What follows belongs to an exercise in optimizing a design on an open flow for small area, a short achievable clock period and few clock cycles; a production flow would make more cautious choices. The RTL was checked by simulation tests, not by an equivalence proof against the original design. No activity file was given, so power comes from the tool's default toggle rates.

==> flow/design.v (outline; a module is shown in full before it is edited, if it fits) <==
// module folio_dec: 3315 lines
module folio_dec (
    input  wire        clk,
    input  wire        rst,
    input  wire        start,
    input  wire        cfg_explicit,
    input  wire [1:0]  cfg_book,
    input  wire [17:0] cfg_len,       
    output wire        idle,
    input  wire        in_valid,
    input  wire [7:0]  in_data,
    output reg         in_ready,
    output reg         tok_valid,
    input  wire        tok_ready,
    output reg         tok_copy,
    output wire [3:0]  tok_lit,
    output reg  [15:0] tok_dist,
    output reg  [12:0] tok_len,
    output reg         done,
    output reg  [2:0]  res_code,
    output reg  [7:0]  res_detail,
    output wire [31:0] res_nibble,
    output wire [31:0] res_bit
);
  // ...
==> flow/run.sh <==
#!/bin/bash
# synth_recipe.tcl (not shown) runs the flow's synth.tcl, then flattens the netlist and writes it again
# the make line also repeats each setting of config.mk as NAME=value (left out here)
make -C /OpenROAD-flow-scripts/flow DESIGN_CONFIG=/design/flow/config.mk WORK_HOME=/design/flow/orfs CLKGATE_MAP_FILE= SYNTH_SCRIPT=/design/flow/synth_recipe.tcl finish
==> flow/config.mk <==
export PLATFORM = sky130hd
export DESIGN_NAME = folio_dec
export DESIGN_NICKNAME = folio_dec
export VERILOG_FILES = /design/flow/design.v
export SDC_FILE = /design/flow/constraint.sdc
export NUM_CORES = 4
export LEC_CHECK = 0
export CAP_MARGIN = 20
export CORE_MARGIN = 2
export CORE_UTILIZATION = 40
export SETUP_SLACK_MARGIN = 5
export SLEW_MARGIN = 20
==> flow/constraint.sdc <==
create_clock -name core_clock -period 10.0 [get_ports {clk}]
set_input_delay 2.0000 -clock core_clock [delete_from_list [all_inputs] [get_ports {clk}]]
set_output_delay 2.0000 -clock core_clock [all_outputs]
set_load 0.01 [all_outputs]
==> run notes, run 1 <==
* Io pins at 147
* Area occupied by multi-input gates at ~53000 um2
* Synth Area in XOR/XNOR at 0.0204
* Worst-margin pin slew at 1.33 ns
* Layout clock buffers at 179
* Routed Wire Length at between 600000 and 700000 um
* Buffers on Ports at 144
* FFs & Latches at 1373
* Initial Util at 0.402
* Launch point of the worst path: bidx[2]
* Clock sinks at 1373
* Reg2reg start: bidx[2]
* Mux share of post-synthesis cell area at 0.122
* First-pass GRT wire length at 827000 um
* ClkCell Share at 0.0453
* Non-Clock Buffer Count at roughly 1200
* Crit path kind: flip-flop to flip-flop
* Status: complete, no violations
* Number of synthesized register bits at between 1000 and 1500
* Post-Syn Instances at 9325
* Routability cong. at 1.21
* Largest power group: sequential cells
* Hold Path End: sdist[10]
* Wire length on met1 at around 240000 um
* Area share of the largest cell type after synthesis at 0.434
* Synth Area in Adders at 0.0332
* Place WS at 1.21 ns
* DR vias at 98900
* Setup WS post-layout at 2.35 ns
* Initial antenna violation count at 151
* CTS Buffer Depth at 3
Testbench counts, summed over its fixed seeds: cycles 46,686.
==> run 2, diff against run 1 <==
--- a/flow/design.v
+++ b/flow/design.v
@@ -67,32 +67,31 @@
     reg [6:0]  r1 [1:15];        
     reg [7:0]  ib0, ib1;         
     reg [1:0]  nib;
     reg [17:0] remain;           
     reg [W-1:0] bb;              
     reg [5:0]  bc;               
     reg        bv, btr;
     reg [6:0]  bidx;
+    reg [7:0]  bhi;              
+    reg [15:0] blo;              
     reg [3:0]  bL;
     reg        cv, ctr;
     reg [6:0]  csym;
     reg [25:0] cext;
     reg [3:0]  cL;
     reg        dv, dtr, dres;
     reg        dlit, drun, dup, dmat, deot;
     reg [12:0] dn;
     reg [15:0] dd;
     reg [5:0]  dtot;
     reg [16:0] pos;
     reg [20:0] committed;
     reg [7:0]  ahead;
-    reg        sv, scopy;
-    reg [15:0] sdist;
-    reg [12:0] slen;
     reg        rff;
     assign idle = st_idle;
     assign tok_lit = tok_dist[3:0];
     assign res_nibble = rff ? 32'hFFFF_FFFF : {15'd0, pos};
     assign res_bit    = rff ? 32'hFFFF_FFFF : {11'd0, committed};
     function [5:0] sym_e;
         input [6:0] s;
         reg [6:0] k;
@@ -2717,16 +2716,680 @@
                 (k == 9'd499) |
                 (k == 9'd500) |
                 (k == 9'd501) |
                 (k == 9'd502) |
                 (k == 9'd503) |
                 (k == 9'd504);
         end
     endfunction
+    function [5:0] book_e;
+        input [1:0] b;
+        input [6:0] x;
+        reg [8:0] k;
+        begin
+            k = {b, x};
+            book_e[0] = (k == 9'd89) |
+                (k == 9'd99) |
+                (k == 9'd109) |
+                (k == 9'd119) |
+                (k == 9'd153) |
+                (k == 9'd195) |
+                (k == 9'd205) |
+                (k == 9'd215) |
+                (k == 9'd305) |
+                (k == 9'd315) |
+                (k == 9'd325) |
+                (k == 9'd375) |
+                (k == 9'd473) |
+                (k == 9'd483) |
+                (k == 9'd493) |
+                (k == 9'd503);
+            book_e[1] = (k == 9'd2) |
+                (k == 9'd3) |
+                (k == 9'd6) |
+                (k == 9'd7) |
+                (k == 9'd10) |
+                (k == 9'd11) |
+                (k == 9'd14) |
+                (k == 9'd15) |
+                (k == 9'd18) |
+                (k == 9'd19) |
+                (k == 9'd22) |
+                (k == 9'd23) |
+                (k == 9'd26) |
+                (k == 9'd27) |
+                (k == 9'd30) |
+                (k == 9'd31) |
+                (k == 9'd34) |
+                (k == 9'd35) |
+                (k == 9'd38) |
+                (k == 9'd39) |
+                (k == 9'd68) |
+                (k == 9'd70) |
+                (k == 9'd72) |
+                (k == 9'd74) |
+                (k == 9'd92) |
+                (k == 9'd94) |
+                (k == 9'd96) |
+                (k == 9'd98) |
+                (k == 9'd102) |
+                (k == 9'd104) |
+                (k == 9'd106) |
+                (k == 9'd108) |
+                (k == 9'd112) |
+                (k == 9'd114) |
+                (k == 9'd116) |
+                (k == 9'd118) |
+                (k == 9'd146) |
+                (k == 9'd148) |
+                (k == 9'd150) |
+                (k == 9'd152) |
+                (k == 9'd168) |
+                (k == 9'd169) |
+                (k == 9'd172) |
+                (k == 9'd173) |
+                (k == 9'd176) |
+                (k == 9'd177) |
+                (k == 9'd180) |
+                (k == 9'd181) |
+                (k == 9'd184) |
+                (k == 9'd185) |
+                (k == 9'd188) |
+                (k == 9'd190) |
+                (k == 9'd192) |
+                (k == 9'd194) |
+                (k == 9'd198) |
+                (k == 9'd200) |
+                (k == 9'd202) |
+                (k == 9'd204) |
+                (k == 9'd208) |
+                (k == 9'd210) |
+                (k == 9'd212) |
+                (k == 9'd214) |
+                (k == 9'd229) |
+                (k == 9'd230) |
+                (k == 9'd233) |
+                (k == 9'd234) |
+                (k == 9'd237) |
+                (k == 9'd238) |
+                (k == 9'd241) |
+                (k == 9'd242) |
+                (k == 9'd245) |
+                (k == 9'd246) |
+                (k == 9'd298) |
+                (k == 9'd300) |
+                (k == 9'd302) |
+                (k == 9'd304) |
+                (k == 9'd308) |
+                (k == 9'd310) |
+                (k == 9'd312) |
+                (k == 9'd314) |
+                (k == 9'd318) |
+                (k == 9'd320) |
+                (k == 9'd322) |
+                (k == 9'd324) |
+                (k == 9'd327) |
+                (k == 9'd328) |
+                (k == 9'd331) |
+                (k == 9'd332) |
+                (k == 9'd335) |
+                (k == 9'd336) |
+                (k == 9'd339) |
+                (k == 9'd340) |
+                (k == 9'd343) |
+                (k == 9'd344) |
+                (k == 9'd347) |
+                (k == 9'd348) |
+                (k == 9'd351) |
+                (k == 9'd352) |
+                (k == 9'd355) |
+                (k == 9'd356) |
+                (k == 9'd359) |
+                (k == 9'd360) |
+                (k == 9'd363) |
+                (k == 9'd364) |
+                (k == 9'd368) |
+                (k == 9'd370) |
+                (k == 9'd372) |
+                (k == 9'd374) |
+                (k == 9'd412) |
+                (k == 9'd413) |
+                (k == 9'd416) |
+                (k == 9'd417) |
+                (k == 9'd420) |
+                (k == 9'd421) |
+                (k == 9'd424) |
+                (k == 9'd425) |
+                (k == 9'd428) |
+                (k == 9'd429) |
+                (k == 9'd444) |
+                (k == 9'd445) |
+                (k == 9'd448) |
+                (k == 9'd449) |
+                (k == 9'd452) |
+                (k == 9'd453) |
+                (k == 9'd456) |
+                (k == 9'd457) |
+                (k == 9'd460) |
+                (k == 9'd461) |
+                (k == 9'd466) |
+                (k == 9'd468) |
+                (k == 9'd470) |
+                (k == 9'd472) |
+                (k == 9'd476) |
+                (k == 9'd478) |
+                (k == 9'd480) |
+                (k == 9'd482) |
+                (k == 9'd486) |
+                (k == 9'd488) |
+                (k == 9'd490) |
+                (k == 9'd492) |
+                (k == 9'd496) |
+                (k == 9'd498) |
+                (k == 9'd500) |
+                (k == 9'd502);
+            book_e[2] = (k == 9'd4) |
+                (k == 9'd5) |
+                (k == 9'd6) |
+                (k == 9'd7) |
+                (k == 9'd12) |
+                (k == 9'd13) |
+                (k == 9'd14) |
+                (k == 9'd15) |
+                (k == 9'd20) |
+                (k == 9'd21) |
+                (k == 9'd24) |
+                (k == 9'd25) |
+                (k == 9'd26) |
+                (k == 9'd27) |
+                (k == 9'd32) |
+                (k == 9'd33) |
+                (k == 9'd34) |
+                (k == 9'd35) |
+                (k == 9'd40) |
+                (k == 9'd41) |
+                (k == 9'd69) |
+                (k == 9'd70) |
+                (k == 9'd73) |
+                (k == 9'd74) |
+                (k == 9'd89) |
+                (k == 9'd93) |
+                (k == 9'd94) |
+                (k == 9'd97) |
+                (k == 9'd98) |
+                (k == 9'd99) |
+                (k == 9'd103) |
+                (k == 9'd104) |
+                (k == 9'd107) |
+                (k == 9'd108) |
+                (k == 9'd109) |
+                (k == 9'd113) |
+                (k == 9'd114) |
+                (k == 9'd117) |
+                (k == 9'd118) |
+                (k == 9'd119) |
+                (k == 9'd147) |
+                (k == 9'd148) |
+                (k == 9'd151) |
+                (k == 9'd152) |
+                (k == 9'd153) |
+                (k == 9'd170) |
+                (k == 9'd171) |
+                (k == 9'd172) |
+                (k == 9'd173) |
+                (k == 9'd178) |
+                (k == 9'd179) |
+                (k == 9'd180) |
+                (k == 9'd181) |
+                (k == 9'd186) |
+                (k == 9'd187) |
+                (k == 9'd189) |
+                (k == 9'd190) |
+                (k == 9'd193) |
+                (k == 9'd194) |
+                (k == 9'd195) |
+                (k == 9'd199) |
+                (k == 9'd200) |
+                (k == 9'd203) |
+                (k == 9'd204) |
+                (k == 9'd205) |
+                (k == 9'd209) |
+                (k == 9'd210) |
+                (k == 9'd213) |
+                (k == 9'd214) |
+                (k == 9'd215) |
+                (k == 9'd231) |
+                (k == 9'd232) |
+                (k == 9'd233) |
+                (k == 9'd234) |
+                (k == 9'd239) |
+                (k == 9'd240) |
+                (k == 9'd241) |
+                (k == 9'd242) |
+                (k == 9'd247) |
+                (k == 9'd248) |
+                (k == 9'd299) |
+                (k == 9'd300) |
+                (k == 9'd303) |
+                (k == 9'd304) |
+                (k == 9'd305) |
+                (k == 9'd309) |
+                (k == 9'd310) |
+                (k == 9'd313) |
+                (k == 9'd314) |
+                (k == 9'd315) |
+                (k == 9'd319) |
+                (k == 9'd320) |
+                (k == 9'd323) |
+                (k == 9'd324) |
+                (k == 9'd325) |
+                (k == 9'd329) |
+                (k == 9'd330) |
+                (k == 9'd331) |
+                (k == 9'd332) |
+                (k == 9'd337) |
+                (k == 9'd338) |
+                (k == 9'd339) |
+                (k == 9'd340) |
+                (k == 9'd345) |
+                (k == 9'd346) |
+                (k == 9'd349) |
+                (k == 9'd350) |
+                (k == 9'd351) |
+                (k == 9'd352) |
+                (k == 9'd357) |
+                (k == 9'd358) |
+                (k == 9'd359) |
+                (k == 9'd360) |
+                (k == 9'd365) |
+                (k == 9'd366) |
+                (k == 9'd369) |
+                (k == 9'd370) |
+                (k == 9'd373) |
+                (k == 9'd374) |
+                (k == 9'd375) |
+                (k == 9'd414) |
+                (k == 9'd415) |
+                (k == 9'd416) |
+                (k == 9'd417) |
+                (k == 9'd422) |
+                (k == 9'd423) |
+                (k == 9'd424) |
+                (k == 9'd425) |
+                (k == 9'd430) |
+                (k == 9'd431) |
+                (k == 9'd446) |
+                (k == 9'd447) |
+                (k == 9'd448) |
+                (k == 9'd449) |
+                (k == 9'd454) |
+                (k == 9'd455) |
+                (k == 9'd456) |
+                (k == 9'd457) |
+                (k == 9'd462) |
+                (k == 9'd463) |
+                (k == 9'd467) |
+                (k == 9'd468) |
+                (k == 9'd471) |
+                (k == 9'd472) |
+                (k == 9'd473) |
+                (k == 9'd477) |
+                (k == 9'd478) |
+                (k == 9'd481) |
+                (k == 9'd482) |
+                (k == 9'd483) |
+                (k == 9'd487) |
+                (k == 9'd488) |
+                (k == 9'd491) |
+                (k == 9'd492) |
+                (k == 9'd493) |
+                (k == 9'd497) |
+                (k == 9'd498) |
+                (k == 9'd501) |
+                (k == 9'd502) |
+                (k == 9'd503);
+            book_e[3] = (k == 9'd8) |
+                (k == 9'd9) |
+                (k == 9'd10) |
+                (k == 9'd11) |
+                (k == 9'd12) |
+                (k == 9'd13) |
+                (k == 9'd14) |
+                (k == 9'd15) |
+                (k == 9'd28) |
+                (k == 9'd29) |
+                (k == 9'd30) |
+                (k == 9'd31) |
+                (k == 9'd32) |
+                (k == 9'd33) |
+                (k == 9'd34) |
+                (k == 9'd35) |
+                (k == 9'd66) |
+                (k == 9'd67) |
+                (k == 9'd68) |
+                (k == 9'd69) |
+                (k == 9'd70) |
+                (k == 9'd89) |
+                (k == 9'd95) |
+                (k == 9'd96) |
+                (k == 9'd97) |
+                (k == 9'd98) |
+                (k == 9'd100) |
+                (k == 9'd101) |
+                (k == 9'd102) |
+                (k == 9'd103) |
+                (k == 9'd104) |
+                (k == 9'd109) |
+                (k == 9'd115) |
+                (k == 9'd116) |
+                (k == 9'd117) |
+                (k == 9'd118) |
+                (k == 9'd144) |
+                (k == 9'd145) |
+                (k == 9'd146) |
+                (k == 9'd147) |
+                (k == 9'd148) |
+                (k == 9'd153) |
+                (k == 9'd174) |
+                (k == 9'd175) |
+                (k == 9'd176) |
+                (k == 9'd177) |
+                (k == 9'd178) |
+                (k == 9'd179) |
+                (k == 9'd180) |
+                (k == 9'd181) |
+                (k == 9'd191) |
+                (k == 9'd192) |
+                (k == 9'd193) |
+                (k == 9'd194) |
+                (k == 9'd196) |
+                (k == 9'd197) |
+                (k == 9'd198) |
+                (k == 9'd199) |
+                (k == 9'd200) |
+                (k == 9'd205) |
+                (k == 9'd211) |
+                (k == 9'd212) |
+                (k == 9'd213) |
+                (k == 9'd214) |
+                (k == 9'd235) |
+                (k == 9'd236) |
+                (k == 9'd237) |
+                (k == 9'd238) |
+                (k == 9'd239) |
+                (k == 9'd240) |
+                (k == 9'd241) |
+                (k == 9'd242) |
+                (k == 9'd296) |
+                (k == 9'd297) |
+                (k == 9'd298) |
+                (k == 9'd299) |
+                (k == 9'd300) |
+                (k == 9'd305) |
+                (k == 9'd311) |
+                (k == 9'd312) |
+                (k == 9'd313) |
+                (k == 9'd314) |
+                (k == 9'd316) |
+                (k == 9'd317) |
+                (k == 9'd318) |
+                (k == 9'd319) |
+                (k == 9'd320) |
+                (k == 9'd325) |
+                (k == 9'd333) |
+                (k == 9'd334) |
+                (k == 9'd335) |
+                (k == 9'd336) |
+                (k == 9'd337) |
+                (k == 9'd338) |
+                (k == 9'd339) |
+                (k == 9'd340) |
+                (k == 9'd353) |
+                (k == 9'd354) |
+                (k == 9'd355) |
+                (k == 9'd356) |
+                (k == 9'd357) |
+                (k == 9'd358) |
+                (k == 9'd359) |
+                (k == 9'd360) |
+                (k == 9'd371) |
+                (k == 9'd372) |
+                (k == 9'd373) |
+                (k == 9'd374) |
+                (k == 9'd418) |
+                (k == 9'd419) |
+                (k == 9'd420) |
+                (k == 9'd421) |
+                (k == 9'd422) |
+                (k == 9'd423) |
+                (k == 9'd424) |
+                (k == 9'd425) |
+                (k == 9'd450) |
+                (k == 9'd451) |
+                (k == 9'd452) |
+                (k == 9'd453) |
+                (k == 9'd454) |
+                (k == 9'd455) |
+                (k == 9'd456) |
+                (k == 9'd457) |
+                (k == 9'd464) |
+                (k == 9'd465) |
+                (k == 9'd466) |
+                (k == 9'd467) |
+                (k == 9'd468) |
+                (k == 9'd473) |
+                (k == 9'd479) |
+                (k == 9'd480) |
+                (k == 9'd481) |
+                (k == 9'd482) |
+                (k == 9'd484) |
+                (k == 9'd485) |
+                (k == 9'd486) |
+                (k == 9'd487) |
+                (k == 9'd488) |
+                (k == 9'd493) |
+                (k == 9'd499) |
+                (k == 9'd500) |
+                (k == 9'd501) |
+                (k == 9'd502);
+            book_e[4] = (k == 9'd16) |
+                (k == 9'd17) |
+                (k == 9'd18) |
+                (k == 9'd19) |
+                (k == 9'd20) |
+                (k == 9'd21) |
+                (k == 9'd36) |
+                (k == 9'd37) |
+                (k == 9'd38) |
+                (k == 9'd39) |
+                (k == 9'd40) |
+                (k == 9'd41) |
+                (k == 9'd71) |
+                (k == 9'd72) |
+                (k == 9'd73) |
+                (k == 9'd74) |
+                (k == 9'd89) |
+                (k == 9'd90) |
+                (k == 9'd91) |
+                (k == 9'd92) |
+                (k == 9'd93) |
+                (k == 9'd94) |
+                (k == 9'd95) |
+                (k == 9'd96) |
+                (k == 9'd97) |
+                (k == 9'd98) |
+                (k == 9'd100) |
+                (k == 9'd101) |
+                (k == 9'd102) |
+                (k == 9'd103) |
+                (k == 9'd104) |
+                (k == 9'd119) |
+                (k == 9'd149) |
+                (k == 9'd150) |
+                (k == 9'd151) |
+                (k == 9'd152) |
+                (k == 9'd153) |
+                (k == 9'd154) |
+                (k == 9'd155) |
+                (k == 9'd182) |
+                (k == 9'd183) |
+                (k == 9'd184) |
+                (k == 9'd185) |
+                (k == 9'd186) |
+                (k == 9'd187) |
+                (k == 9'd188) |
+                (k == 9'd189) |
+                (k == 9'd190) |
+                (k == 9'd191) |
+                (k == 9'd192) |
+                (k == 9'd193) |
+                (k == 9'd194) |
+                (k == 9'd196) |
+                (k == 9'd197) |
+                (k == 9'd198) |
+                (k == 9'd199) |
+                (k == 9'd200) |
+                (k == 9'd215) |
+                (k == 9'd243) |
+                (k == 9'd244) |
+                (k == 9'd245) |
+                (k == 9'd246) |
+                (k == 9'd247) |
+                (k == 9'd248) |
+                (k == 9'd301) |
+                (k == 9'd302) |
+                (k == 9'd303) |
+                (k == 9'd304) |
+                (k == 9'd305) |
+                (k == 9'd306) |
+                (k == 9'd307) |
+                (k == 9'd308) |
+                (k == 9'd309) |
+                (k == 9'd310) |
+                (k == 9'd311) |
+                (k == 9'd312) |
+                (k == 9'd313) |
+                (k == 9'd314) |
+                (k == 9'd316) |
+                (k == 9'd317) |
+                (k == 9'd318) |
+                (k == 9'd319) |
+                (k == 9'd320) |
+                (k == 9'd341) |
+                (k == 9'd342) |
+                (k == 9'd343) |
+                (k == 9'd344) |
+                (k == 9'd345) |
+                (k == 9'd346) |
+                (k == 9'd361) |
+                (k == 9'd362) |
+                (k == 9'd363) |
+                (k == 9'd364) |
+                (k == 9'd365) |
+                (k == 9'd366) |
+                (k == 9'd375) |
+                (k == 9'd426) |
+                (k == 9'd427) |
+                (k == 9'd428) |
+                (k == 9'd429) |
+                (k == 9'd430) |
+                (k == 9'd431) |
+                (k == 9'd458) |
+                (k == 9'd459) |
+                (k == 9'd460) |
+                (k == 9'd461) |
+                (k == 9'd462) |
+                (k == 9'd463) |
+                (k == 9'd469) |
+                (k == 9'd470) |
+                (k == 9'd471) |
+                (k == 9'd472) |
+                (k == 9'd473) |
+                (k == 9'd474) |
+                (k == 9'd475) |
+                (k == 9'd476) |
+                (k == 9'd477) |
+                (k == 9'd478) |
+                (k == 9'd479) |
+                (k == 9'd480) |
+                (k == 9'd481) |
+                (k == 9'd482) |
+                (k == 9'd484) |
+                (k == 9'd485) |
+                (k == 9'd486) |
+                (k == 9'd487) |
+                (k == 9'd488) |
+                (k == 9'd503);
+            book_e[5] = (k == 9'd99) |
+                (k == 9'd105) |
+                (k == 9'd106) |
+                (k == 9'd107) |
+                (k == 9'd108) |
+                (k == 9'd109) |
+                (k == 9'd110) |
+                (k == 9'd111) |
+                (k == 9'd112) |
+                (k == 9'd113) |
+                (k == 9'd114) |
+                (k == 9'd115) |
+                (k == 9'd116) |
+                (k == 9'd117) |
+                (k == 9'd118) |
+                (k == 9'd119) |
+                (k == 9'd195) |
+                (k == 9'd201) |
+                (k == 9'd202) |
+                (k == 9'd203) |
+                (k == 9'd204) |
+                (k == 9'd205) |
+                (k == 9'd206) |
+                (k == 9'd207) |
+                (k == 9'd208) |
+                (k == 9'd209) |
+                (k == 9'd210) |
+                (k == 9'd211) |
+                (k == 9'd212) |
+                (k == 9'd213) |
+                (k == 9'd214) |
+                (k == 9'd215) |
+                (k == 9'd315) |
+                (k == 9'd321) |
+                (k == 9'd322) |
+                (k == 9'd323) |
+                (k == 9'd324) |
+                (k == 9'd325) |
+                (k == 9'd326) |
+                (k == 9'd367) |
+                (k == 9'd368) |
+                (k == 9'd369) |
+                (k == 9'd370) |
+                (k == 9'd371) |
+                (k == 9'd372) |
+                (k == 9'd373) |
+                (k == 9'd374) |
+                (k == 9'd375) |
+                (k == 9'd483) |
+                (k == 9'd489) |
+                (k == 9'd490) |
+                (k == 9'd491) |
+                (k == 9'd492) |
+                (k == 9'd493) |
+                (k == 9'd494) |
+                (k == 9'd495) |
+                (k == 9'd496) |
+                (k == 9'd497) |
+                (k == 9'd498) |
+                (k == 9'd499) |
+                (k == 9'd500) |
+                (k == 9'd501) |
+                (k == 9'd502) |
+                (k == 9'd503);
+        end
+    endfunction
     function [6:0] book_ends;
         input [1:0] b;
         input [3:0] n;
         reg [5:0] k;
         begin
             k = {b, n};
             book_ends[0] = (k == 6'd2) |
                 (k == 6'd3) |
@@ -2963,29 +3626,36 @@
                 a_b   = a_b | ends[i];
                 a_L   = a_L | i[3:0];
                 a_le  = a_le | vm[W - i];
             end
         end
         sum_n = ksa({17'd0, a_w}, {17'd0, a_b}, 1'b0);
         a_idx = sum_n[6:0];
     end
-    wire [6:0] b_sym = expl ? tab[bidx] : book_sym(book, bidx);
-    wire [5:0] b_ek  = sym_e(b_sym);
+    reg  [6:0] b_tsym;
+    always @(*) begin
+        b_tsym = 7'd0;
+        for (i = 0; i < 121; i = i + 1)
+            if (bhi[i / 16] && blo[i % 16])
+                b_tsym = b_tsym | tab[i];
+    end
+    wire [6:0] b_sym = expl ? b_tsym : book_sym(book, bidx);
+    wire [5:0] b_ek  = expl ? sym_e(b_tsym) : book_e(book, bidx);
     wire [4:0] b_E   = b_ek[5:1];
     wire       b_k9  = b_ek[0];
     wire       b_e0  = (b_E == 5'd0);
     reg        b_enough;
     always @(*) begin
         b_enough = 1'b1;
         for (i = 1; i <= 26; i = i + 1)
             if (b_E == i) b_enough = vm[W - i];
     end
     wire       b_k9r = b_k9 && vm[W - 10] && ge({14'd0, bb[W-1 -: 10]}, 24'd766);
-    wire       stall = sv;
+    wire       stall = tok_valid && !tok_ready;
     wire       b_go    = bv && !stall && (btr || b_e0 || b_enough || b_k9r || nomore);
     wire       b_shift = bv && !btr && !b_e0 && b_enough && !stall;
     wire       a_ok   = st_dec && !stall && (!bv || (b_go && b_e0 && !btr));
     wire       a_go   = a_ok && (a_le || nomore);
     wire       a_sh   = a_ok && a_le;
     wire [W-1:0] bb_e = bb_m << b_E;
     wire [24:0]  bc_es = ksa({18'd0, bc_m}, {19'h7ffff, ~b_E}, 1'b1);
     wire [W-1:0] bb_l = bb_m << a_L;
@@ -3055,17 +3725,17 @@
     wire        d_tok  = d_go && !d_err;
     wire        d_stop = d_go && d_err;
     wire [24:0] d_ct   = ksa({3'd0, committed}, {18'd0, dtot}, 1'b0);       
     wire [24:0] d_ca   = ksa({3'd0, committed}, {16'd0, ahead}, 1'b0);      
     wire [24:0] d_cu   = ksa({6'd0, d_ct[20:3]}, 24'd0, d_ct[2:0] != 3'd0);  
     wire [24:0] a_p8   = ksa({16'd0, ahead}, 24'd8, 1'b0);
     wire [24:0] a_m8   = ksa({16'd0, d_ahm[7:0]}, 24'd8, 1'b0);
     wire        t_free  = !tok_valid || tok_ready;
-    wire        all_out = !sv && t_free;
+    wire        all_out = t_free;
     wire [3:0]  l_len = half ? ib0[3:0] : ib0[7:4];
     wire        l_go  = st_load && (nib != 2'd0);
     wire        l_ins = l_go && (l_len != 4'd0);
     wire        l_last = (sidx == 7'd120);
     reg  [6:0]  l_P;
     always @(*) begin
         l_P = 7'd0;
         for (i = 1; i <= 15; i = i + 1)
@@ -3119,17 +3789,16 @@
             st_setup  <= 1'b0;
             st_dec    <= 1'b0;
             st_fin    <= 1'b0;
             nib       <= 2'd0;
             bv        <= 1'b0;
             cv        <= 1'b0;
             dv        <= 1'b0;
             tok_valid <= 1'b0;
-            sv        <= 1'b0;
             done      <= 1'b0;
         end else begin
             done <= 1'b0;
             if (st_idle && start) begin
                 st_idle   <= 1'b0;
                 st_load   <= cfg_explicit;
                 st_setup  <= !cfg_explicit;
                 expl      <= cfg_explicit;
@@ -3202,47 +3871,43 @@
                     bc <= bc_ls[5:0];
                 end else begin
                     bb <= bb_m;
                     bc <= bc_m;
                 end
             end
             if (a_ok) begin
                 bv <= a_go;
-                if (a_go) begin
-                    btr  <= !a_le;
-                    bidx <= a_idx;
-                    bL   <= a_L;
-                end
+                btr  <= !a_le;
+                bidx <= a_idx;
+                bhi  <= 8'd1 << a_idx[6:4];
+                blo  <= 16'd1 << a_idx[3:0];
+                bL   <= a_L;
             end else if (b_go) begin
                 bv <= 1'b0;
             end
             if (!stall) begin
-                cv <= b_go;
-                if (b_go) begin
-                    ctr  <= btr || !(b_e0 || b_enough || b_k9r);
-                    csym <= b_sym;
-                    cext <= bb[W-1 -: 26];
-                    cL   <= bL;
-                end
+                cv   <= b_go;
+                ctr  <= btr || !(b_e0 || b_enough || b_k9r);
+                csym <= b_sym;
+                cext <= bb[W-1 -: 26];
+                cL   <= bL;
             end
             if (!stall) begin
-                dv <= cv;
-                if (cv) begin
-                    dtr  <= ctr;
-                    dres <= c_res;
-                    dlit <= c_lit;
-                    drun <= c_run;
-                    dup  <= c_up;
-                    dmat <= c_mat;
-                    deot <= c_eot;
-                    dn   <= c_ns[12:0];
-                    dd   <= c_ds[15:0];
-                    dtot <= c_ts[5:0];
-                end
+                dv   <= cv;
+                dtr  <= ctr;
+                dres <= c_res;
+                dlit <= c_lit;
+                drun <= c_run;
+                dup  <= c_up;
+                dmat <= c_mat;
+                deot <= c_eot;
+                dn   <= c_ns[12:0];
+                dd   <= c_ds[15:0];
+                dtot <= c_ts[5:0];
             end
             if (!st_idle) begin
                 case ({d_tok, acc && !st_load})
                     2'b00: ahead <= ahead;
                     2'b01: ahead <= a_p8[7:0];
                     2'b10: ahead <= d_ahm[7:0];
                     default: ahead <= a_m8[7:0];
                 endcase
@@ -3272,33 +3937,20 @@
                 end
             end
             if (st_fin && all_out) begin
                 st_fin  <= 1'b0;
                 done    <= 1'b1;
                 st_idle <= 1'b1;
             end
             if (t_free) begin
-                if (sv) begin
-                    tok_valid <= 1'b1;
-                    tok_copy  <= scopy;
-                    tok_dist  <= sdist;
-                    tok_len   <= slen;
-                    sv        <= 1'b0;
-                end else begin
-                    tok_valid <= d_tok;
-                    tok_copy  <= !dlit;
-                    tok_dist  <= dd;
-                    tok_len   <= dn;
-                end
-            end else if (d_tok) begin
-                sv    <= 1'b1;
-                scopy <= !dlit;
-                sdist <= dd;
-                slen  <= dn;
+                tok_valid <= d_tok;
+                tok_copy  <= !dlit;
+                tok_dist  <= dd;
+                tok_len   <= dn;
             end
         end
     end
     reg rdy_n;
     always @(*) begin
         rdy_n = 1'b0;
         if (!rst) begin
             if (st_idle) begin
==> flow/config.mk (replaced) <==
export PLATFORM = sky130hd
export DESIGN_NAME = folio_dec
export DESIGN_NICKNAME = folio_dec
export VERILOG_FILES = /design/flow/design.v
export SDC_FILE = /design/flow/constraint.sdc
export NUM_CORES = 4
export LEC_CHECK = 0
export CAP_MARGIN = 20
export CORE_MARGIN = 2
export CORE_UTILIZATION = 35
export PLACE_DENSITY = 0.5
export SETUP_SLACK_MARGIN = 5
export SLEW_MARGIN = 20
==> run 2 against run 1 <==
  * Via count is 12% lower
  * Die area up 8.6%
  * Routed wire length shrank 19%
  * Final cell count decreased by 1.6%
  * Setup slack better by 1.5 ns
  * Clock skew decreased by 0.0063 ns
  * Clock power up 3%
  * First-iteration DRC count decreased by 22%
  * Synthesized cell count shrank 3.1%
==> run notes, run 2 <==
* Status: complete, no violations
* CP dominant cell by count: buf_6
* Slew HR at 0.170
* Sequential area share after synthesis at 0.458
* First-pass GRT wire length at 687000 um (-17%)
* Worst endpoint required time at 10.66 ns
* Number of detailed-route iterations in the first pass at 8
* Placed cell area at 95100 um2
* Root Driver: clkbuf_16
* Finished layout cell area at between 100000 and 150000 um2
* Worst skew pair latency at 0.89 ns
* CTS tree: built
* Post-layout min period at slightly above 6 ns
* Mux share of post-synthesis cell area at 0.103 (-0.0185)
* Logic pwr share at 0.176
* Routed Wire Length at 516000 um (-19%)
* DIE AREA at 258000 um2
* Hold Path Depth at 0
* Most frequent cells in the layout: 1346 x edfxtp_1, 857 x nand2_1, 646 x mux2_2, 610 x buf_4, 604 x nor2_1
* Largest regs: tab: 847 flops, ends: 105 flops, r1: 90 flops
* Num rows at ~190
* Slowest cell on the critical path: a21oi_1
* FMAX at 162 MHz
* TNS Setup at 0 ns
* Cell area after synthesis at 89100 um2
* Final ANT Viol Nets at 0
* Most instantiated cells after synthesis: 1346 x edfxtp_1, 962 x nand2_1, 729 x nor2_1
* CP peak stage delay at between 0.8 and 0.9 ns
* Most numerous cell in the Yosys netlist: edfxtp_1
* Internal power at 11.0 mW
* Initial Util at 0.351 (-0.0509)
* MaxCap Viol Count at 0
* Synth Area in Compound Gates at 0.191
* Register area at about 41000 um2
* Routability cong. at 1.10 (-9.0%)
* CTS Buf Count at 165
* Final hold violation count at 0
* Number of global-route vias before repair at 79600
* Largest net degree at the start of global routing at 91
* Critical path depth at 25
* RSZ-0062 raised after global routing: yes
* Hold bufs inserted after CTS at 0
* Leak at 39.7 nW
* Die extent in y at 508 um
* Final setup fails at 0
* Peak VDD IR at 194 uV
* Most common flop cell mapped by yosys: edfxtp_1
* Wirelength per Cell at 39.6 um
* Simple-gate share of the synthesized area at 0.145
* Fin util at 0.437
* Critical path launch point type: flip-flop
* CTS Buffer Depth at 3 (unchanged)
* Switch share at 0.301
* Final Slew Violations at 0
* Area share of the largest cell type after synthesis at 0.454 (+0.0202)
* Power per cell area at 142 nW/um2
* Largest register FFs at about 850
* Worst Path Buf+Inv at 8
* Synth Warn # at 5
* Crit path kind: flip-flop to flip-flop
* Vias per cell at 6.71
* # fillers at 24300
* Commonest non-fill, non-tap cell in the layout: edfxtp_1
* HPWL Detailed at 370000 um
* Post-synth ARST share at 0
* Cell variety after synth at 101
* Top reg by flops: tab
* Clock skew at 0.0955 ns
* Clk pwr share at 0.394
* Worst-margin pin slew at 1.25 ns (-0.0858 ns)
* Clock sinks at 1366 (-0.51%)
* Synth area leaders: edfxtp_1 45%, mux2_2 8.3%, nand2_1 4.1%
* GRT Residual Overflow at 0
* CTS H-tree depth at 4
* P_sw at about 4.7 mW
* Initial antenna violation count at 66 (-56%)
* Post-synth EDFFs at 1346
* Worst r2r path cells at 25
* Hold Crit Class: flip-flop to flip-flop
* Core area at around 250000 um2
* Io pins at 147 (unchanged)
* CP arrival at 6.85 ns
* Dominant cell type by area after synthesis: edfxtp_1
* Worst Path Max Fanout at 19
* DR vias at 87500 (-12%)
* Number of synthesized register bits at 1366 (-0.51%)
* Critical path's top delay family: compound AO/OA/AOI/OAI gates
* Post-Syn Instances at 9039 (-3.1%)
* DIE WIDTH at a little over 500 um
* Synth Area in Adders at 0.0347 (+0.00156)
* Avg Synthesized Cell Area at 9.85 um2
* Ratio of cells with drive above 1 in the final layout at 0.276
* Synth Area in XOR/XNOR at 0.0218 (+0.00147)
* Hold slack final at about 0.42 ns
* Initial DRC Count at 14700
* Final nets at 9783
* DRC at 0
* Combinational family with the most area after synthesis: compound AO/OA/AOI/OAI gates
* Aggregate global-route resource usage at 0.381
* Buffers on Ports at 144 (unchanged)
* Part of the power in registers at 0.430
* Synth-to-layout area growth at 24.3%
* Clock transition at path regs at around 0.09 ns
* Tcrit/Tclk final at 0.619
* Setup crit end kind: flip-flop
* Area occupied by multi-input gates at 49100 um2 (-6.7%)
## run 2: cell count changes in the layout (fill, tap and decap cells not counted), sizes merged, moves of 79 or more
cell,previous run,this run
a21oi,471,567
a22oi,237,402
buf,982,815
diode,106,27
mux2,800,654
nand2,756,962
nand3,452,348
nand3b,87,8
## run 2: logic make-up after synthesis
family / Yosys count
AND/OR/NAND/NOR: 2817
AO/OA/AOI/OAI: 2586
flip-flops: 1366
buffers and inverters: 977
multiplexers: 831
adder cells (fa/ha/maj): 239
XOR/XNOR: 222
other: 1
## run 2: per-layer routing
layer  global-route usage  share of wire  up-vias  wire (um)
met1                0.517           0.40    44100     207000
li1                     -              -    35400          -
met3                0.145           0.14     1330      71300
met4                0.159          0.053       52      27500
met2                0.536           0.41     6601     209000
met5              0.00704         0.0012        -        634
## run 2: power by group through the flow
| stage | clock network (mW) | registers (mW) | logic [mW] |
|---|---|---|---|
| after floorplan | 0 | 6.76 | 1.34 |
| after global placement | 0 | 6.88 | 2.19 |
| after detailed placement | 0 | 6.88 | 2.21 |
| after CTS | 6.26 | 6.76 | 2.53 |
| after global routing | 6.47 | 6.78 | 2.92 |
| final | 6.21 | 6.77 | 2.77 |
## run 2: layout make-up
class                      instances  area share
antenna                           27    0.000610
timing repair buffer             984      0.0886
inverter                         292      0.0114
sequential                      1366       0.369
clock buffer                     198      0.0385
multi-input combinational       6701       0.443
timing repair inverter             1   0.0000678
tap                             3366      0.0380
clock inverter                   101      0.0109
## run 2: worst paths after layout
check,startpoint,slack [ns],end
setup / recovery,bhi[3],3.81,bb[7]
hold / removal,bL[1],0.42,cL[1]
setup reg to reg,bhi[3],3.81,bb[7]
hold reg to reg,bL[1],0.42,cL[1]
## run 2: worst register-to-register path, cell delays in order (launching register included)
cell	delay, ns
edfxtp_1	0.36
clkinv_1	0.66
a21oi_1	0.90
a2111oi_4	0.06
nand4_1	0.30
nor4b_4	0.09
buf_6	0.15
bufbuf_16	0.27
nand2_1	0.13
nor4_1	0.06
a31oi_1	0.27
nand3_2	0.14
o31ai_4	0.32
buf_6	0.17
buf_6	0.11
buf_4	0.12
buf_4	0.12
o21ai_0	0.08
a21oi_1	0.27
a21oi_4	0.10
o22ai_2	0.15
o21ai_2	0.10
or2_4	0.34
buf_12	0.16
or3_1	0.37
a21oi_2	0.13
## run 2: metrics by stage
step | power, mW | cells | worst slack (ns)
final | 15.7 | 13000 | 3.81
after global routing | 16.2 | 13000 | 3.82
after CTS | 15.5 | 12800 | 3.82
after detailed placement | 9.09 | 12200 | 2.04
after global placement | 9.07 | 12200 | 1.96
after floorplan | 8.10 | 9040 | 4.78
## run 2: timing repair
item | CTS | global route
endpoints found under the setup margin | 1793 | 1421
gates cloned | 22 | 16
setup buffers | 310 | 158
gates resized for setup | 696 | 549
pin swaps | 174 | 175
Testbench counts of run 2, summed over its fixed seeds: cycles 46,686.
==> run 3, diff against run 2 <==
--- a/flow/config.mk
+++ b/flow/config.mk
@@ -13 +13,2 @@
 export SLEW_MARGIN = 20
+export TNS_END_PERCENT = 0
==> run 3 against run 2 <==
  * Via count shrank 1.5%
  * Sequential power about the same
  * Total power is 2.4% lower
  * Final cell count decreased by 1.6%
  * Die area unchanged
  * Critical path type unchanged
  * Highest routed layer unchanged
==> run notes, run 3 <==
* Most frequent cells in the layout: 1346 x edfxtp_1, 931 x nand2_1, 665 x nor2_1, 654 x mux2_2, 583 x o21ai_0
* Most common flop cell mapped by yosys: edfxtp_1
* Part of the power in registers at 0.441 (+0.011)
* CTS Buf Count at 160 (-3.0%)
* Critical path launch point type: flip-flop
* Synth-to-layout area growth at 18.6%
* Worst endpoint required time at 10.68 ns (+0.02 ns)
* Largest register FFs at 847 (unchanged)
* Synth area leaders: edfxtp_1 45%, mux2_2 8.3%, nand2_1 4.1%
* Clock skew at 0.0733 ns (-0.0222 ns)
* Leak at 37.8 nW (-4.7%)
* Top Metal Used: met5
* Top reg by flops: tab
* Initial DRC Count at 13600 (-7.8%)
* GRT Residual Overflow at 0 (unchanged)
* Aggregate global-route resource usage at 0.396 (+0.0151)
* Worst skew pair latency at 0.88 ns (about the same)
* Clock sinks at 1366 (unchanged)
* Slowest cell on the critical path: a222oi_1
* Largest net degree at the start of global routing at 130 (+43%)
* Metal2 WL at 222000 um (+5.9%)
* Launch point of the worst path: blo[12]
* Root Driver: clkbuf_16
* Status: complete, no violations
* Total Power at 15.4 mW (-2.4%)
* Worst-margin pin slew at 1.39 ns (+0.140 ns)
* Dominant cell type by area after synthesis: edfxtp_1
* Met3 Wirelength at 63600 um (-11%)
* Post-synth EDFFs at 1346 (unchanged)
* Buffers on Ports at 144 (unchanged)
* P_sw at 4.58 mW (-3.2%)
* Reg2reg start: blo[12]
* Routability cong. at 1.09 (-0.89%)
* CP peak stage delay at 1.14 ns (+0.27 ns)
* Wirelength per Cell at 41.6 um (+5.0%)
* CP arrival at 6.97 ns (+0.12 ns)
* CTS Buffer Depth at 3 (unchanged)
* Post-layout min period at 6.29 ns (+0.107 ns)
* Setup crit end kind: flip-flop
* Number of detailed-route iterations in the first pass at 9 (+1)
* Vias per cell at 6.71 (about the same)
* Logic pwr share at 0.161 (-0.015)
* Area share of the largest cell type after synthesis at 0.454 (unchanged)
* Num rows at 185 (unchanged)
* FMAX at 159 MHz (-1.7%)
* Initial Util at 0.351 (unchanged)
* Largest regs: tab: 847 flops, ends: 105 flops, r1: 90 flops
* CP cell instances: buf_12 -> a222oi_1 -> o22ai_2 -> nor4_4 -> and4_4 -> buf_6 -> nor2_1 -> a32o_2 -> a31oi_4 -> o2111ai_4 -> o31ai_4 -> buf_6 -> buf_12 -> o22ai_2 -> a21oi_2 -> o41ai_4 -> a2111oi_4 -> o21ai_2 -> buf_4 -> or3_4 -> buf_12 -> a211o_1 -> o21ai_1
* DIE WIDTH at 508 um (unchanged)
* DRC at 0 (unchanged)
* Switch share at 0.298 (-0.00263)
* Hold bufs inserted after CTS at 0 (unchanged)
* Internal power at 10.8 mW (-2.0%)
* Cell area after synthesis at 89100 um2 (unchanged)
* TNS Setup at 0 ns (unchanged)
* Tcrit/Tclk final at 0.629 (+0.0107)
* Cell variety after synth at 101 (unchanged)
* Hold Crit Class: flip-flop to flip-flop
* Most instantiated cells after synthesis: 1346 x edfxtp_1, 962 x nand2_1, 729 x nor2_1
* CTS tree: built
* CTS H-tree depth at 4 (unchanged)
* Clock transition at path regs at 0.06 ns (-0.03 ns)
* Post-Syn Instances at 9039 (unchanged)
* Sequential area share after synthesis at 0.458 (unchanged)
* Ratio of cells with drive above 1 in the final layout at 0.215 (-0.0609)
* Initial antenna violation count at 63 (-4.5%)
* Final setup fails at 0 (unchanged)
* First-pass GRT wire length at 706000 um (+2.8%)
* DR vias at 86200 (-1.5%)
* Core area at 253000 um2 (unchanged)
* Number of synthesized register bits at 1366 (unchanged)
* Post-synth ARST share at 0 (unchanged)
* Final nets at 9571 (-2.2%)
* Worst Path Max Fanout at 36 (+17)
* Crit path kind: flip-flop to flip-flop
* Io pins at 147 (unchanged)
* Power per cell area at 146 nW/um2 (+2.3%)
* Wire length on met1 at 214000 um (+3.4%)
* HP Start: bL[3]
* Peak VDD IR at 182 uV (-6.4%)
* Slew HR at 0.0764 (-0.0934)
* Most numerous cell in the Yosys netlist: edfxtp_1
* Clk pwr share at 0.398 (+0.004)
* Synth Warn # at 5 (unchanged)
* Die extent in y at 508 um (unchanged)
* Final Slew Violations at 0 (unchanged)
* Commonest non-fill, non-tap cell in the layout: edfxtp_1
* Number of global-route vias before repair at 79400 (-0.27%)
* RSZ-0062 raised after global routing: yes
* Final hold violation count at 0 (unchanged)
* Final ANT Viol Nets at 0 (unchanged)
* Avg Synthesized Cell Area at 9.85 um2 (unchanged)
* Routed Wire Length at 533000 um (+3.3%)
* MaxCap Viol Count at 0 (unchanged)
* CP dominant cell by count: buf_12
* HPWL Detailed at 390000 um (+5.3%)
* DIE AREA at 258000 um2 (unchanged)
[run 3: cell types whose count changed in the layout (fill, tap and decap cells not counted), moves of 21 or more]
cell     before  now
nand2_2      82   27
nor2_1      604  665
buf_4       610  511
nand2_1     857  931
a21oi_1     488  535
buf_6       108   42
nor2_4       65   21
o21ai_0     559  583
o21ai_2      38   17
a21oi_2      67   30
[run 3: routing by layer]
layer | GRT usage | vias up
li1 | - | 35000
met1 | 0.530 | 43800
met2 | 0.573 | 6004
met3 | 0.122 | 1345
met4 | 0.200 | 44
met5 | 0 | -
[run 3: what timing repair did]
action | 4_1_cts | 5_1_grt
setup endpoints to repair | 1926 | 1916
gates resized for setup | 404 | 137
pin swaps | 88 | 73
gates cloned | 13 | 7
setup buffers | 187 | 50
[run 3: worst max-delay path, delay by kind of cell, from the launching register on]
family | cells | cell delay (ns)
compound gates | 13 | 3.44
buf+inv | 6 | 0.96
flops | 1 | 0.41
simple gates | 4 | 1.17
[run 3: power by group through the flow]
stage / clock network, mW / registers (mW) / logic [mW]
after detailed placement: 0 / 6.89 / 2.27
final: 6.11 / 6.78 / 2.48
after global placement: 0 / 6.89 / 2.25
after floorplan: 0 / 6.76 / 1.32
after global routing: 6.36 / 6.79 / 2.61
after CTS: 6.16 / 6.77 / 2.39
[run 3: final timing paths]
kind              cells after the start      to  slack (ns)
setup / recovery                     23  bb[25]        3.71
hold / removal                        0   cL[3]        0.43
setup reg to reg                     23  bb[25]        3.71
hold reg to reg                       0   cL[3]        0.43
[run 3: kinds of logic after synthesis]
kind of cell / after synthesis / synth area share
muxes: 831 / 0.103
AOI/OAI and AO/OA: 2586 / 0.191
adders and majority gates: 239 / 0.0347
buffers and inverters: 977 / 0.0453
other: 1 / 0.0000421
DFF: 1366 / 0.458
xor gates and xnor gates: 222 / 0.0218
and+or+nand+nor: 2817 / 0.145
[run 3: metrics by stage]
step	utilization	worst slack (ns)	hold slack (ns)	cells	cell area, um2
3_5_place_dp	0.376	1.78	0.440	12200	95300
6_report	0.417	3.71	0.430	12800	106000
5_1_grt	0.416	3.76	0.466	12800	106000
4_1_cts	0.412	4.03	0.464	12700	104000
3_3_place_gp	0.376	1.77	0.441	12200	95200
2_1_floorplan	-	4.47	0.400	9040	89200
[run 3: final cells by class]
class | instances | area (um2)
clock inverter | 97 | 1100
tap | 3366 | 4210
clock buffer | 197 | 4250
multi-input combinational | 6697 | 46400
timing repair buffer | 782 | 7560
sequential | 1366 | 40800
antenna | 35 | 87.6
inverter | 292 | 1180
fill | 24700 | 148000

[static timing again, ports no longer ideal]
The flow's constraints put no driver on any port. The routed layouts listed below were extracted and timed again, unchanged, in two steps. Step 1, drivers: a clkbuf_16 drives clk and a buf_2 each remaining input, both assumed. Step 2 moves the port delays by t, midway between the first and last clock arrival at a register: inputs arrive t later, outputs are due t later. That takes back most of the time a late clock gives input paths. Three values: no drivers, after step 1, after step 2; two values: the first two.
| run | t (ns) | setup WS [ns] | hold slack, ns | latest minus earliest clock arrival (ns) | worst data-port slew with drivers (ns) |
|---|---|---|---|---|---|
| run 1 | 0.949 | 2.353 / 2.353 / 2.353 | 0.405 / 0.405 / 0.405 | 0.102 / 0.102 | 0.12 |
| run 2 | 0.945 | 3.813 / 3.813 / 3.813 | 0.420 / 0.420 / 0.420 | 0.097 / 0.097 | 0.13 |
| run 3 | 0.955 | 3.706 / 3.706 / 3.706 | 0.430 / 0.430 / 0.430 | 0.074 / 0.075 | 0.08 |
After both steps every run listed still meets setup and hold.
